What follows belongs to an exercise in optimizing a design on an open flow for small area and a short achievable clock period; a production flow would make more cautious choices. At most, simulation tests tie the RTL to the original design; equivalence was not proved.

==> inputs of amber <==
// dected_codec
module dected_codec (
    input  wire        clk,
    input  wire        rst_n,
    input  wire        enc_valid,
    input  wire [63:0] enc_data,
    output wire        enc_out_valid,
    output wire [63:0] enc_out_data,
    output wire [14:0] enc_out_check,
    input  wire        dec_valid,
    input  wire [63:0] dec_data,
    input  wire [14:0] dec_check,
    output wire        dec_out_valid,
    output wire [63:0] dec_out_data,
    output wire [14:0] dec_out_check,
    output wire [1:0]  dec_out_corr,
    output wire        dec_out_ue
);
    wire [63:0] e0_d = enc_data;  wire e0_v = enc_valid;
    wire [63:0] e0q_d = e0_d;  wire e0q_v = e0_v;
    wire [14:0] e1_c;
    dected_enc u_enc (.data(e0q_d), .check(e1_c));
    reg  [63:0] e1q_d;  reg [14:0] e1q_c;  reg e1q_v;
    always @(posedge clk) begin
        e1q_d <= e0q_d;
        e1q_c <= e1_c;
        if (!rst_n) e1q_v <= 1'b0; else e1q_v <= e0q_v;
    end
    assign enc_out_valid = e1q_v;
    assign enc_out_data  = e1q_d;
    assign enc_out_check = e1q_c;
    wire [78:0] b0_r = {dec_check[14], dec_data, dec_check[13:0]};   
    wire b0_v = dec_valid;
    wire [78:0] b0q_r = b0_r;
    wire b0q_v = b0_v;
    wire [6:0] b1_s1;
    reg  [6:0] b1q_s1;
    wire [6:0] b1_s3;
    reg  [6:0] b1q_s3;
    wire b1_prem;
    reg  b1q_prem;
    wire [78:0] b1_r = b0q_r;  wire b1_v = b0q_v;
    wire [14:0] b1_syn;
    dected_syn u_syn (.r(b0q_r), .syn(b1_syn));
    assign b1_s1 = b1_syn[6:0];
    assign b1_s3 = b1_syn[13:7];
  ...
==> flow/config.mk <==
export PLATFORM = sky130hd
export DESIGN_NAME = dected_codec
export DESIGN_NICKNAME = dected_codec
export VERILOG_FILES = /design/flow/design.v
export SDC_FILE = /design/flow/constraint.sdc
export NUM_CORES = 4
export LEC_CHECK = 0
export CAP_MARGIN = 20
export CORE_MARGIN = 2
export CORE_UTILIZATION = 50
export CTS_CLUSTER_DIAMETER = 60
export CTS_CLUSTER_SIZE = 16
export PLACE_DENSITY = 0.65
export SLEW_MARGIN = 20
export TNS_END_PERCENT = 0
export BUFFER_PORTS_ARGS = -buffer_cell sky130_fd_sc_hd__buf_1
export SETUP_SLACK_MARGIN = 9.3
export CTS_BUF_LIST = sky130_fd_sc_hd__clkbuf_8
==> flow/constraint.sdc <==
create_clock -name core_clock -period 13.5 [get_ports {clk}]
set_input_delay 2.7000 -clock core_clock [delete_from_list [all_inputs] [get_ports {clk}]]
set_output_delay 2.7000 -clock core_clock [all_outputs]
set_load 0.01 [all_outputs]
standard.sh (not shown) runs the stock make flow with config.mk's settings and CLKGATE_MAP_FILE= SYNTH_SCRIPT=/design/flow/synth_recipe.tcl, a recipe that flattens the netlist after the stock synthesis.
==> flow/flow/run.sh <==
#!/bin/bash
# Own flow: the standard layout (standard.sh, unchanged synthesis) with
# extra ORFS settings: small port buffers, timing repair aimed below the
# clock period, and smaller clock buffers.  The ORFS tools log to
# orfs/logs/ and standard.log; this script's own output goes to run.log.
set -e
exec > >(tee run.log) 2>&1
cat >> "$FLOW_CONFIG" <<EOC
export BUFFER_PORTS_ARGS = -buffer_cell sky130_fd_sc_hd__buf_1
export SETUP_SLACK_MARGIN = 9.3
export CTS_BUF_LIST = sky130_fd_sc_hd__clkbuf_8
EOC
bash standard.sh > standard.log 2>&1
==> quartz (differences from amber) <==
--- a/flow/design.v
+++ b/flow/design.v
@@ -15,15 +15,16 @@
             sh = {sh[5:0], 1'b0} ^ (sh[6] ? 7'h09 : 7'h00);
         end
         p = acc;
     end
 endmodule
 module dected_enc (
     input  wire [63:0] data,
-    output wire [14:0] check
+    output wire [14:0] check_a,
+    output wire [14:0] check_b
 );
     wire x64, x65, x66, x67, x68, x69, x70, x71, x72, x73, x74, x75, x76, x77, x78, x79, x80, x81, x82, x83, x84, x85, x86, x87, x88, x89, x90, x91, x92, x93, x94, x95, x96, x97, x98, x99, x100, x101, x102, x103, x104, x105, x106, x107, x108, x109, x110, x111, x112, x113, x114, x115, x116, x117, x118, x119, x120, x121, x122, x123, x124, x125, x126, x127, x128, x129, x130, x131, x132, x133, x134, x135, x136, x137, x138, x139, x140, x141, x142, x143, x144, x145, x146, x147, x148, x149, x150, x151, x152, x153, x154, x155, x156, x157, x158, x159, x160, x161, x162, x163, x164, x165, x166, x167, x168, x169, x170, x171, x172, x173, x174, x175, x176, x177, x178, x179, x180, x181, x182, x183, x184, x185, x186, x187, x188, x189, x190, x191, x192, x193, x194, x195, x196, x197, x198, x199, x200, x201, x202, x203, x204, x205, x206, x207, x208, x209, x210, x211, x212, x213, x214, x215, x216, x217, x218, x219, x220, x221, x222, x223, x224, x225, x226, x227, x228, x229, x230, x231, x232, x233, x234, x235, x236, x237, x238, x239, x240, x241, x242, x243, x244, x245, x246, x247, x248, x249, x250, x251, x252, x253, x254, x255, x256, x257, x258, x259, x260, x261, x262, x263, x264, x265, x266, x267, x268, x269, x270, x271, x272, x273, x274, x275, x276, x277, x278, x279, x280, x281, x282, x283, x284, x285, x286, x287, x288, x289, x290, x291, x292, x293, x294;
     assign x64 = data[27] ^ data[43];
     assign x65 = data[3] ^ data[14];
     assign x66 = data[30] ^ data[47];
     assign x67 = data[38] ^ data[63];
     assign x68 = data[4] ^ data[32];
@@ -249,33 +250,49 @@
     assign x288 = x75 ^ x127;
     assign x289 = x286 ^ x95;
     assign x290 = x287 ^ x288;
     assign x291 = x124 ^ x289;
     assign x292 = x290 ^ x137;
     assign x293 = x145 ^ x291;
     assign x294 = x292 ^ x293;
-    assign check[0] = x161;
-    assign check[1] = x170;
-    assign check[2] = x178;
-    assign check[3] = x191;
-    assign check[4] = x204;
-    assign check[5] = x211;
-    assign check[6] = x218;
-    assign check[7] = x228;
-    assign check[8] = x235;
-    assign check[9] = x244;
-    assign check[10] = x253;
-    assign check[11] = x263;
-    assign check[12] = x275;
-    assign check[13] = x285;
-    assign check[14] = x294;
+    assign check_a[0] = x159;
+    assign check_b[0] = x160;
+    assign check_a[1] = x168;
+    assign check_b[1] = x169;
+    assign check_a[2] = x176;
+    assign check_b[2] = x177;
+    assign check_a[3] = x189;
+    assign check_b[3] = x190;
+    assign check_a[4] = x202;
+    assign check_b[4] = x203;
+    assign check_a[5] = x209;
+    assign check_b[5] = x210;
+    assign check_a[6] = x216;
+    assign check_b[6] = x217;
+    assign check_a[7] = x226;
+    assign check_b[7] = x227;
+    assign check_a[8] = x233;
+    assign check_b[8] = x234;
+    assign check_a[9] = x242;
+    assign check_b[9] = x243;
+    assign check_a[10] = x251;
+    assign check_b[10] = x252;
+    assign check_a[11] = x261;
+    assign check_b[11] = x262;
+    assign check_a[12] = x273;
+    assign check_b[12] = x274;
+    assign check_a[13] = x283;
+    assign check_b[13] = x284;
+    assign check_a[14] = x292;
+    assign check_b[14] = x293;
 endmodule
 module dected_syn (
     input  wire [78:0] r,
-    output wire [14:0] syn
+    output wire [14:0] syn_a,
+    output wire [14:0] syn_b
 );
     wire x79, x80, x81, x82, x83, x84, x85, x86, x87, x88, x89, x90, x91, x92, x93, x94, x95, x96, x97, x98, x99, x100, x101, x102, x103, x104, x105, x106, x107, x108, x109, x110, x111, x112, x113, x114, x115, x116, x117, x118, x119, x120, x121, x122, x123, x124, x125, x126, x127, x128, x129, x130, x131, x132, x133, x134, x135, x136, x137, x138, x139, x140, x141, x142, x143, x144, x145, x146, x147, x148, x149, x150, x151, x152, x153, x154, x155, x156, x157, x158, x159, x160, x161, x162, x163, x164, x165, x166, x167, x168, x169, x170, x171, x172, x173, x174, x175, x176, x177, x178, x179, x180, x181, x182, x183, x184, x185, x186, x187, x188, x189, x190, x191, x192, x193, x194, x195, x196, x197, x198, x199, x200, x201, x202, x203, x204, x205, x206, x207, x208, x209, x210, x211, x212, x213, x214, x215, x216, x217, x218, x219, x220, x221, x222, x223, x224, x225, x226, x227, x228, x229, x230, x231, x232, x233, x234, x235, x236, x237, x238, x239, x240, x241, x242, x243, x244, x245, x246, x247, x248, x249, x250, x251, x252, x253, x254, x255, x256, x257, x258, x259, x260, x261, x262, x263, x264, x265, x266, x267, x268, x269, x270, x271, x272, x273, x274, x275, x276, x277, x278, x279, x280, x281, x282, x283, x284, x285, x286, x287, x288, x289, x290, x291, x292, x293, x294, x295, x296, x297, x298, x299, x300, x301, x302, x303, x304, x305, x306, x307, x308, x309, x310, x311, x312, x313, x314, x315, x316, x317, x318, x319, x320, x321, x322, x323, x324, x325, x326, x327, x328, x329, x330, x331, x332, x333, x334, x335, x336, x337, x338, x339, x340, x341, x342, x343, x344, x345, x346, x347, x348, x349, x350, x351, x352, x353;
     assign x79 = r[24] ^ r[75];
     assign x80 = r[58] ^ r[72];
     assign x81 = r[27] ^ r[56];
     assign x82 = r[59] ^ r[73];
     assign x83 = r[25] ^ r[76];
@@ -545,29 +562,44 @@
     assign x347 = x111 ^ x132;
     assign x348 = x156 ^ x345;
     assign x349 = x346 ^ x347;
     assign x350 = x348 ^ x127;
     assign x351 = x349 ^ x152;
     assign x352 = x163 ^ x350;
     assign x353 = x351 ^ x352;
-    assign syn[0] = x188;
-    assign syn[1] = x198;
-    assign syn[2] = x207;
-    assign syn[3] = x221;
-    assign syn[4] = x232;
-    assign syn[5] = x246;
-    assign syn[6] = x258;
-    assign syn[7] = x268;
-    assign syn[8] = x279;
-    assign syn[9] = x292;
-    assign syn[10] = x307;
-    assign syn[11] = x319;
-    assign syn[12] = x330;
-    assign syn[13] = x344;
-    assign syn[14] = x353;
+    assign syn_a[0] = x186;
+    assign syn_b[0] = x187;
+    assign syn_a[1] = x196;
+    assign syn_b[1] = x197;
+    assign syn_a[2] = x205;
+    assign syn_b[2] = x206;
+    assign syn_a[3] = x219;
+    assign syn_b[3] = x220;
+    assign syn_a[4] = x230;
+    assign syn_b[4] = x231;
+    assign syn_a[5] = x244;
+    assign syn_b[5] = x245;
+    assign syn_a[6] = x256;
+    assign syn_b[6] = x257;
+    assign syn_a[7] = x266;
+    assign syn_b[7] = x267;
+    assign syn_a[8] = x277;
+    assign syn_b[8] = x278;
+    assign syn_a[9] = x290;
+    assign syn_b[9] = x291;
+    assign syn_a[10] = x305;
+    assign syn_b[10] = x306;
+    assign syn_a[11] = x317;
+    assign syn_b[11] = x318;
+    assign syn_a[12] = x328;
+    assign syn_b[12] = x329;
+    assign syn_a[13] = x342;
+    assign syn_b[13] = x343;
+    assign syn_a[14] = x351;
+    assign syn_b[14] = x352;
 endmodule
 module gf128_inv3 (
     input  wire [6:0] a,
     output wire [6:0] y
 );
     wire [127:0] t0 = 128'h85171f397d3521e1ec0715d9c155d956;
     assign y[0] = t0[a];
@@ -649,85 +681,78 @@
     output wire [63:0] dec_out_data,
     output wire [14:0] dec_out_check,
     output wire [1:0]  dec_out_corr,
     output wire        dec_out_ue
 );
     wire [63:0] e0_d = enc_data;  wire e0_v = enc_valid;
     wire [63:0] e0q_d = e0_d;  wire e0q_v = e0_v;
-    wire [14:0] e1_c;
-    dected_enc u_enc (.data(e0q_d), .check(e1_c));
-    reg  [63:0] e1q_d;  reg [14:0] e1q_c;  reg e1q_v;
+    wire [14:0] e1_ca, e1_cb;
+    dected_enc u_enc (.data(e0q_d), .check_a(e1_ca), .check_b(e1_cb));
+    reg  [63:0] e1q_d;  reg [14:0] e1q_ca, e1q_cb;  reg e1q_v;
     always @(posedge clk) begin
         e1q_d <= e0q_d;
-        e1q_c <= e1_c;
+        e1q_ca <= e1_ca;
+        e1q_cb <= e1_cb;
         if (!rst_n) e1q_v <= 1'b0; else e1q_v <= e0q_v;
     end
     assign enc_out_valid = e1q_v;
     assign enc_out_data  = e1q_d;
-    assign enc_out_check = e1q_c;
+    assign enc_out_check = e1q_ca ^ e1q_cb;
     wire [78:0] b0_r = {dec_check[14], dec_data, dec_check[13:0]};   
     wire b0_v = dec_valid;
     wire [78:0] b0q_r = b0_r;
     wire b0q_v = b0_v;
-    wire [6:0] b1_s1;
-    reg  [6:0] b1q_s1;
-    wire [6:0] b1_s3;
-    reg  [6:0] b1q_s3;
-    wire b1_prem;
-    reg  b1q_prem;
+    wire [14:0] b1_sa;
+    reg  [14:0] b1q_sa;
+    wire [14:0] b1_sb;
+    reg  [14:0] b1q_sb;
     wire [78:0] b1_r = b0q_r;  wire b1_v = b0q_v;
-    wire [14:0] b1_syn;
-    dected_syn u_syn (.r(b0q_r), .syn(b1_syn));
-    assign b1_s1 = b1_syn[6:0];
-    assign b1_s3 = b1_syn[13:7];
-    assign b1_prem = b1_syn[14];
+    dected_syn u_syn (.r(b0q_r), .syn_a(b1_sa), .syn_b(b1_sb));
     reg [78:0] b1q_r;
     reg b1q_v;
     always @(posedge clk) begin
-        b1q_s1 <= b1_s1;
-        b1q_s3 <= b1_s3;
-        b1q_prem <= b1_prem;
+        b1q_sa <= b1_sa;
+        b1q_sb <= b1_sb;
         b1q_r <= b1_r;
         if (!rst_n) b1q_v <= 1'b0; else b1q_v <= b1_v;
     end
     wire [6:0] b2_s1;
     wire [6:0] b2q_s1 = b2_s1;
     wire [6:0] b2_s3;
     wire [6:0] b2q_s3 = b2_s3;
     wire b2_prem;
     wire b2q_prem = b2_prem;
     wire [6:0] b2_iv;
     wire [6:0] b2q_iv = b2_iv;
     wire [78:0] b2_r = b1q_r;  wire b2_v = b1q_v;
-    assign b2_s1 = b1q_s1; assign b2_s3 = b1q_s3; assign b2_prem = b1q_prem;
-    gf128_inv3 u_inv3 (.a(b1q_s1), .y(b2_iv));
+    wire [14:0] syn = b1q_sa ^ b1q_sb;
+    assign b2_s1 = syn[6:0]; assign b2_s3 = syn[13:7]; assign b2_prem = syn[14];
+    gf128_inv3 u_inv3 (.a(syn[6:0]), .y(b2_iv));
     wire [78:0] b2q_r = b2_r;
     wire b2q_v = b2_v;
     wire [6:0] b3_s1;
     reg  [6:0] b3q_s1;
-    wire [6:0] b3_x1;
-    reg  [6:0] b3q_x1;
+    wire [6:0] b3_y;
+    reg  [6:0] b3q_y;
     wire b3_par;
     reg  b3q_par;
     wire b3_tr;
     reg  b3q_tr;
     wire b3_s3z;
     reg  b3q_s3z;
     wire [78:0] b3_r = b2q_r;  wire b3_v = b2q_v;
     assign b3_s1 = b2q_s1;
     assign b3_par = b2q_prem ^ b2q_s1[0] ^ b2q_s1[2] ^ b2q_s1[5] ^ b2q_s3[1] ^ b2q_s3[3];    
     assign b3_s3z = (b2q_s3 == 7'd0);
-    wire [6:0] y;
-    dected_quad2 u_quad (.s3(b2q_s3), .z(b2q_iv), .y(y), .tr(b3_tr));
-    gf128_mul u_x1 (.a(b2q_s1), .b(y), .p(b3_x1));
+    dected_quad2 u_quad (.s3(b2q_s3), .z(b2q_iv), .y(b3_y), .tr(b3_tr));
     reg [78:0] b3q_r;
     reg b3q_v;
     always @(posedge clk) begin
         b3q_s1 <= b3_s1;
-        b3q_x1 <= b3_x1;
+        b3q_y <= b3_y;
         b3q_par <= b3_par;
         b3q_tr <= b3_tr;
         b3q_s3z <= b3_s3z;
         b3q_r <= b3_r;
         if (!rst_n) b3q_v <= 1'b0; else b3q_v <= b3_v;
     end
     wire [6:0] b4_x1;
@@ -741,18 +766,18 @@
     wire b4_tr;
     wire b4q_tr = b4_tr;
     wire b4_s1z;
     wire b4q_s1z = b4_s1z;
     wire b4_s3z;
     wire b4q_s3z = b4_s3z;
     wire [78:0] b4_r = b3q_r;  wire b4_v = b3q_v;
-    assign b4_x1 = b3q_x1;
-    assign b4_x2 = b3q_x1 ^ b3q_s1;
+    gf128_mul u_x1 (.a(b3q_s1), .b(b3q_y), .p(b4_x1));
+    assign b4_x2 = b4_x1 ^ b3q_s1;
     assign b4_s1z = (b3q_s1 == 7'd0);
-    assign b4_tz = (b3q_x1 == 7'd0) && !b3q_tr;    
+    assign b4_tz = (b3q_y == 7'd0) && !b3q_tr;    
     assign b4_par = b3q_par; assign b4_tr = b3q_tr; assign b4_s3z = b3q_s3z;
     wire [78:0] b4q_r = b4_r;
     wire b4q_v = b4_v;
     wire [7:0] b5_pa1;
     wire [7:0] b5q_pa1 = b5_pa1;
     wire [15:0] b5_pb1;
     wire [15:0] b5q_pb1 = b5_pb1;
==> flow/flow/run.sh (replaced) <==
#!/bin/bash
# Own flow: the standard layout (standard.sh, unchanged synthesis) with
# extra ORFS settings: small port buffers, timing repair aimed below the
# clock period, and smaller clock buffers.  The ORFS tools log to
# orfs/logs/ and standard.log; this script's own output goes to run.log.
set -e
exec > >(tee run.log) 2>&1
cat >> "$FLOW_CONFIG" <<EOC
export BUFFER_PORTS_ARGS = -buffer_cell sky130_fd_sc_hd__buf_1
export SETUP_SLACK_MARGIN = 9.5
export CTS_BUF_LIST = sky130_fd_sc_hd__clkbuf_8 sky130_fd_sc_hd__clkbuf_16
EOC
bash standard.sh > standard.log 2>&1
Settings changed: CTS_BUF_LIST sky130_fd_sc_hd__clkbuf_8 to sky130_fd_sc_hd__clkbuf_8 sky130_fd_sc_hd__clkbuf_16, SETUP_SLACK_MARGIN 9.3 to 9.5.
==> umber (differences from amber) <==
==> flow/flow/run.sh (replaced) <==
#!/bin/bash
# Own flow: the standard layout (standard.sh, unchanged synthesis) with
# extra ORFS settings: small port buffers, timing repair aimed below the
# clock period, and smaller clock buffers.  The ORFS tools log to
# orfs/logs/ and standard.log; this script's own output goes to run.log.
set -e
exec > >(tee run.log) 2>&1
cat >> "$FLOW_CONFIG" <<EOC
export BUFFER_PORTS_ARGS = -buffer_cell sky130_fd_sc_hd__buf_1
export SETUP_SLACK_MARGIN = 9.5
export CTS_BUF_LIST = sky130_fd_sc_hd__clkbuf_8 sky130_fd_sc_hd__clkbuf_16
EOC
bash standard.sh > standard.log 2>&1
Settings changed: CTS_BUF_LIST sky130_fd_sc_hd__clkbuf_8 to sky130_fd_sc_hd__clkbuf_8 sky130_fd_sc_hd__clkbuf_16, SETUP_SLACK_MARGIN 9.3 to 9.5.
==> metrics.yaml <==
outcome:
  status: "no timing/DRC/antenna violations"
layout:
  most-common-layout-cells: "xnor2_1, dfxtp_1, buf_1"
  clock_buffers: 30
  final_util_pct: 56.99
sta:
  worst_slew_pin_slew_ns: 1.019
  setup_ws_ns: 9.203
route:
  wirelength_mm: 54.99
grt:
  met1_usage_pct: 36.94
  grt_max_degree: 74
critical_path:
  startpoint: "dec_data[10]"
  crit_chain: "buf_1 -> xor2_1 -> xnor2_1 -> xor2_1 -> xnor2_1 -> xnor2_1 -> xnor3_1"
placement:
  place_congestion: 0.9631
clocking:
  cts-buffers-inserted: 29
-- figures above: amber

==> metrics.yaml <==
grt:
  met1_usage_pct: 35.84
  gr-usage-met2_pct: 49.07
clocking:
  cts-buffers-inserted: 30
sta:
  setup_ws_ns: 9.355
  worst_slew_pin_slew_ns: 0.9203
critical_path:
  crit_chain: "buf_1 -> xor2_1 -> xnor2_2 -> xor2_2 -> xnor2_2 -> xnor2_1 -> xnor3_1"
  startpoint: "dec_data[58]"
layout:
  clock_buffers: 30
  most-common-layout-cells: "xnor2_1, dfxtp_1, buf_1"
  final_util_pct: 59.37
placement:
  place_congestion: 0.9448
route:
  wirelength_mm: 56.29
outcome:
  status: "no timing/DRC/antenna violations"
-- figures above: umber

==> metrics.yaml <==
clocking:
  cts-buffers-inserted: 31
placement:
  place_congestion: 0.9640
layout:
  final_util_pct: 59.19
  clock_buffers: 32
  most-common-layout-cells: "xnor2_1, dfxtp_1, buf_1"
critical_path:
  crit_chain: "buf_1 -> xor2_1 -> xnor2_1 -> xor2_1 -> xnor2_1 -> xnor2_1 -> xnor2_1"
  startpoint: "dec_data[36]"
outcome:
  status: "no timing/DRC/antenna violations"
grt:
  met1_usage_pct: 41.72
-- figures above: quartz

Only the layout flow was run in quartz; the RTL was not checked for function there.

## port drivers added, routing unchanged
Ports are ideal in the flow. The routed layouts listed here were re-timed in OpenROAD.
Step 1, drivers: a clkbuf_16 drives clk and a buf_2 each remaining input, both assumed.
Step 2 times the ports against the registers' clock, not the clock port: input delays grow and output delays shrink by t, the midpoint of the rising clock arrivals with the driver on.
Three values: no drivers, after step 1, after step 2; two values: the first two.
run | shift t [ns] | setup WS [ns] | pins driven straight from the clock port
amber | 0.657 | 9.203 / 9.212 / 8.555 | 1
quartz | 0.645 | 9.408 / 9.419 / 8.798 | 1
umber | 0.629 | 9.355 / 9.371 / 8.742 | 1
After both steps every run listed still meets setup and hold. For amber, which loses most, drivers alone change the setup slack by +0.009 ns; drivers and shift together by -0.648 ns.
